What follows belongs to an exercise in optimizing a design on an open flow for small area, a short achievable clock period and few clock cycles per item; a production flow would make more cautious choices.
Function was checked by simulation only, so behaviour that the tests miss may differ from the original.
Power figures rest on the tool's default switching activity, not on a simulated workload. No driver is modelled on the clock port, so clocking that relies on it looks cheaper here than on a real chip.

==> flow/design.v (excerpt) <==
module mxq_block (
    input  wire         clk,
    input  wire         rst,         
    input  wire         in_valid,
    output wire         in_ready,
    input  wire [31:0]  in_data,     
    input  wire [2:0]   in_fmt,      
    input  wire         in_rmode,    
    output wire         out_valid,
    input  wire         out_ready,
    output wire [7:0]   out_scale,
    output wire [255:0] out_elems,
    output wire [5:0]   out_flush,
    output wire         out_nan
);
Size: about 2100 cells after synthesis, roughly 930 flip-flops, roughly 310 I/O pins, ~30000 um^2 of cells after synthesis.
Settings: LEC_CHECK=0, CAP_MARGIN=20, CORE_MARGIN=2, CORE_UTILIZATION=65, PLACE_DENSITY=0.75, SLEW_MARGIN=20; clock period 14.0 ns.
standard.sh (not shown) runs the stock make flow with config.mk's settings and CLKGATE_MAP_FILE= SYNTH_SCRIPT=/design/flow/synth_recipe.tcl, a recipe that flattens the netlist after the stock synthesis.
==> flow/flow/run.sh <==
#!/bin/bash
# Layout flow: the standard layout (standard synthesis, floorplan,
# placement, CTS, routing) with two changes:
#  * the input and output ports are buffered with sky130_fd_sc_hd__buf_1
#    instead of the delay buffer that buffer_ports picks by default (every
#    port still gets its own buffer);
#  * timing repair aims for more setup slack than the default, so that it
#    works on the paths that set the achieved period. The clock period and
#    the I/O constraints are the design's, unchanged;
#  * clock tree: larger sink clusters and no dummy loads.
set -euo pipefail
export BUFFER_PORTS_ARGS="-buffer_cell sky130_fd_sc_hd__buf_1"
export SETUP_SLACK_MARGIN=9.9
export CTS_ARGS="-sink_clustering_enable -repair_clock_nets -sink_clustering_size 24 -sink_clustering_max_diameter 100 -dont_use_dummy_load"
bash standard.sh "BUFFER_PORTS_ARGS=$BUFFER_PORTS_ARGS" "SETUP_SLACK_MARGIN=$SETUP_SLACK_MARGIN" "CTS_ARGS=$CTS_ARGS" finish > standard_flow.log 2>&1
test -f out/final.def
Testbench counts at the start, summed over its fixed seeds: cycles 16,664, items 512.
Next try:
--- a/flow/flow/run.sh
+++ b/flow/flow/run.sh
@@ -12,5 +12,5 @@
 export BUFFER_PORTS_ARGS="-buffer_cell sky130_fd_sc_hd__buf_1"
 export SETUP_SLACK_MARGIN=9.9
-export CTS_ARGS="-sink_clustering_enable -repair_clock_nets -sink_clustering_size 24 -sink_clustering_max_diameter 100 -dont_use_dummy_load"
+export CTS_ARGS="-sink_clustering_enable -repair_clock_nets -sink_clustering_size 32 -sink_clustering_max_diameter 100 -dont_use_dummy_load"
 bash standard.sh "BUFFER_PORTS_ARGS=$BUFFER_PORTS_ARGS" "SETUP_SLACK_MARGIN=$SETUP_SLACK_MARGIN" "CTS_ARGS=$CTS_ARGS" finish > standard_flow.log 2>&1
 test -f out/final.def
What happened: First-iteration DRC count falls slightly. Routed wire length falls slightly. Worst setup slack hardly moves. Total power falls by a few percent. Clock-buffer cell count falls by 9. Synthesized area stays the same. Cell area falls slightly. Non-clock buffer count is unchanged. Via count falls slightly. Global-route usage falls by 0.29 points. Clock power falls by roughly a tenth.
Next try:
==> flow/flow/run.sh (replaced) <==
#!/bin/bash
# Layout flow: the standard layout (standard synthesis, floorplan,
# placement, CTS, routing) with two changes:
#  * the input and output ports are buffered with sky130_fd_sc_hd__buf_2
#    instead of the delay buffer that buffer_ports picks by default (every
#    port still gets its own buffer);
#  * timing repair aims for more setup slack than the default, so that it
#    works on the paths that set the achieved period. The clock period and
#    the I/O constraints are the design's, unchanged;
#  * clock tree: larger sink clusters and no dummy loads.
set -euo pipefail
export BUFFER_PORTS_ARGS="-buffer_cell sky130_fd_sc_hd__buf_2"
export SETUP_SLACK_MARGIN=9.9
export CTS_ARGS="-sink_clustering_enable -repair_clock_nets -sink_clustering_size 24 -sink_clustering_max_diameter 100 -dont_use_dummy_load"
bash standard.sh "BUFFER_PORTS_ARGS=$BUFFER_PORTS_ARGS" "SETUP_SLACK_MARGIN=$SETUP_SLACK_MARGIN" "CTS_ARGS=$CTS_ARGS" finish > standard_flow.log 2>&1
test -f out/final.def
Final cell count goes up by 0.32%. Synthesized area does not change. Sequential share of layout area goes down by 1.3 points. Maximum frequency hardly moves.
Next try:
CORE_UTILIZATION = 75   (was 65)
PLACE_DENSITY = 0.85   (was 0.75)
The new run completed with no timing, DRC or antenna violations.
Sequential share of layout area went up by 0.11 points.
Utilization went up by 11 points.
Clock skew went up by 0.017 ns.
Clock power barely changes.
Final area is about the same.
Setup slack degrades by 0.018 ns.
Next try:
==> flow/flow/run.sh (replaced) <==
#!/bin/bash
# Layout flow: the standard layout (standard synthesis, floorplan,
# placement, CTS, routing) with two changes:
#  * the input and output ports are buffered with sky130_fd_sc_hd__buf_1
#    instead of the delay buffer that buffer_ports picks by default (every
#    port still gets its own buffer);
#  * timing repair aims for more setup slack than the default, so that it
#    works on the paths that set the achieved period. The clock period and
#    the I/O constraints are the design's, unchanged;
#  * clock tree: larger sink clusters and no dummy loads.
set -euo pipefail
export BUFFER_PORTS_ARGS="-buffer_cell sky130_fd_sc_hd__buf_1"
export SETUP_SLACK_MARGIN=9.9
export CTS_ARGS="-sink_clustering_enable -repair_clock_nets -sink_clustering_size 16 -sink_clustering_max_diameter 80 -sink_clustering_buffer sky130_fd_sc_hd__clkbuf_8 -dont_use_dummy_load"
bash standard.sh "BUFFER_PORTS_ARGS=$BUFFER_PORTS_ARGS" "SETUP_SLACK_MARGIN=$SETUP_SLACK_MARGIN" "CTS_ARGS=$CTS_ARGS" finish > standard_flow.log 2>&1
test -f out/final.def
CORE_UTILIZATION = 65   (was 75)
PLACE_DENSITY = 0.75   (was 0.85)
The new run ran to the end with no violations.
Non-clock buffer count went down by 8.
Hold slack gets worse by 0.039 ns.
Global-route usage went down by 6.5 points.
Combinational power went down by about 7%.
Wire length went down by about 11%.
Final cell count went up by 3.7%.
Next try:
--- a/flow/flow/run.sh
+++ b/flow/flow/run.sh
@@ -12,5 +12,5 @@
 export BUFFER_PORTS_ARGS="-buffer_cell sky130_fd_sc_hd__buf_1"
 export SETUP_SLACK_MARGIN=9.9
-export CTS_ARGS="-sink_clustering_enable -repair_clock_nets -sink_clustering_size 16 -sink_clustering_max_diameter 80 -sink_clustering_buffer sky130_fd_sc_hd__clkbuf_8 -dont_use_dummy_load"
+export CTS_ARGS="-sink_clustering_enable -repair_clock_nets -sink_clustering_size 28 -sink_clustering_max_diameter 90 -dont_use_dummy_load"
 bash standard.sh "BUFFER_PORTS_ARGS=$BUFFER_PORTS_ARGS" "SETUP_SLACK_MARGIN=$SETUP_SLACK_MARGIN" "CTS_ARGS=$CTS_ARGS" finish > standard_flow.log 2>&1
 test -f out/final.def
After rerunning: Synthesized cell count is unchanged; routed wire length increases by 0.54%; maximum frequency stays flat; first-iteration DRC count grows by 1.4%; die area stays the same; clock power stays flat; synthesized area stays the same; utilization barely changes; sequential share of layout area barely changes.

---

Another version of the RTL of mxq_block (not shown whole).
For scale: ~2200 cells after synthesis, ~960 flip-flops, about 310 I/O pins, ~31000 um2 of cells after synthesis.
clock: 14.0 ns
lec_check: 0
cap_margin: 20
core_margin: 2
core_utilization: 40
slew_margin: 20
==> flow/flow/run.sh <==
#!/bin/bash
# Layout flow: the standard layout (standard synthesis, floorplan,
# placement, CTS, routing) with two changes:
#  * the input and output ports are buffered with sky130_fd_sc_hd__buf_2
#    instead of the delay buffer that buffer_ports picks by default (every
#    port still gets its own buffer);
#  * timing repair aims for more setup slack than the default, so that it
#    works on the paths that set the achieved period. The clock period and
#    the I/O constraints are the design's, unchanged;
#  * clock tree: larger sink clusters and no dummy loads.
set -euo pipefail
export BUFFER_PORTS_ARGS="-buffer_cell sky130_fd_sc_hd__buf_2"
export SETUP_SLACK_MARGIN=9.7
export CTS_ARGS="-sink_clustering_enable -repair_clock_nets -sink_clustering_size 30 -sink_clustering_max_diameter 120 -dont_use_dummy_load"
bash standard.sh "BUFFER_PORTS_ARGS=$BUFFER_PORTS_ARGS" "SETUP_SLACK_MARGIN=$SETUP_SLACK_MARGIN" "CTS_ARGS=$CTS_ARGS" finish > standard_flow.log 2>&1
test -f out/final.def
The baseline passed the timing, design-rule and antenna checks.
Testbench counts at the start, summed over its fixed seeds: cycles 16,664, items 512.
Edit:
==> flow/flow/run.sh (replaced) <==
#!/bin/bash
# Layout flow: the standard layout (standard synthesis, floorplan,
# placement, CTS, routing) with two changes:
#  * the input and output ports are buffered with sky130_fd_sc_hd__buf_2
#    instead of the delay buffer that buffer_ports picks by default (every
#    port still gets its own buffer);
#  * timing repair aims for more setup slack than the default, so that it
#    works on the paths that set the achieved period. The clock period and
#    the I/O constraints are the design's, unchanged.
set -euo pipefail
export BUFFER_PORTS_ARGS="-buffer_cell sky130_fd_sc_hd__buf_2"
export SETUP_SLACK_MARGIN=9.7
bash standard.sh "BUFFER_PORTS_ARGS=$BUFFER_PORTS_ARGS" "SETUP_SLACK_MARGIN=$SETUP_SLACK_MARGIN" finish > standard_flow.log 2>&1
test -f out/final.def
After rerunning: The changed run completed without violations; clock skew goes down by 0.019 ns; design area goes up by 7.0%; wire length rises by 2.5%; synthesized cell count stays the same; worst setup slack hardly moves; cell count came out higher by 4.3%; non-clock buffer count is unchanged; sequential cell count does not change.

## port drivers added, routing unchanged
In the flow no input, the clock included, has a driving cell. The finished layouts below were timed again as built, in two steps.
Step 1 sets driving cells, clkbuf_16 on the clock port and buf_2 on the other inputs (assumed; they add their load-dependent delay and slew).
Step 2 moves the port delays by t, midway between the first and last clock arrival at a register: inputs arrive t later, outputs are due t later. That takes back most of the time a late clock gives input paths.
Slacks: no drivers / after step 1 / after step 2; pairs: no drivers / after step 1.
run	t (ns)	slack for setup (ns)	worst data-port slew with drivers (ns)
the first run of note 1	0.636	9.935 / 9.880 / 9.445	0.03
the second run of note 1	0.613	9.933 / 9.879 / 9.487	0.03
the third run of note 1	0.625	9.941 / 9.890 / 9.496	0.03
the fourth run of note 1	0.633	9.923 / 9.867 / 9.389	0.04
the fifth run of note 1	0.604	9.946 / 9.892 / 9.487	0.03
the sixth run of note 1	0.621	9.938 / 9.884 / 9.463	0.03
the first run of note 2	0.634	9.873 / 9.871 / 9.275	0.06
the second run of note 2	0.704	9.871 / 9.809 / 9.255	0.06
After both steps setup and hold are still met in every run listed. The setup slack of the second run of note 2, which loses most, moves by -0.062 ns with the drivers and by -0.616 ns with both steps.
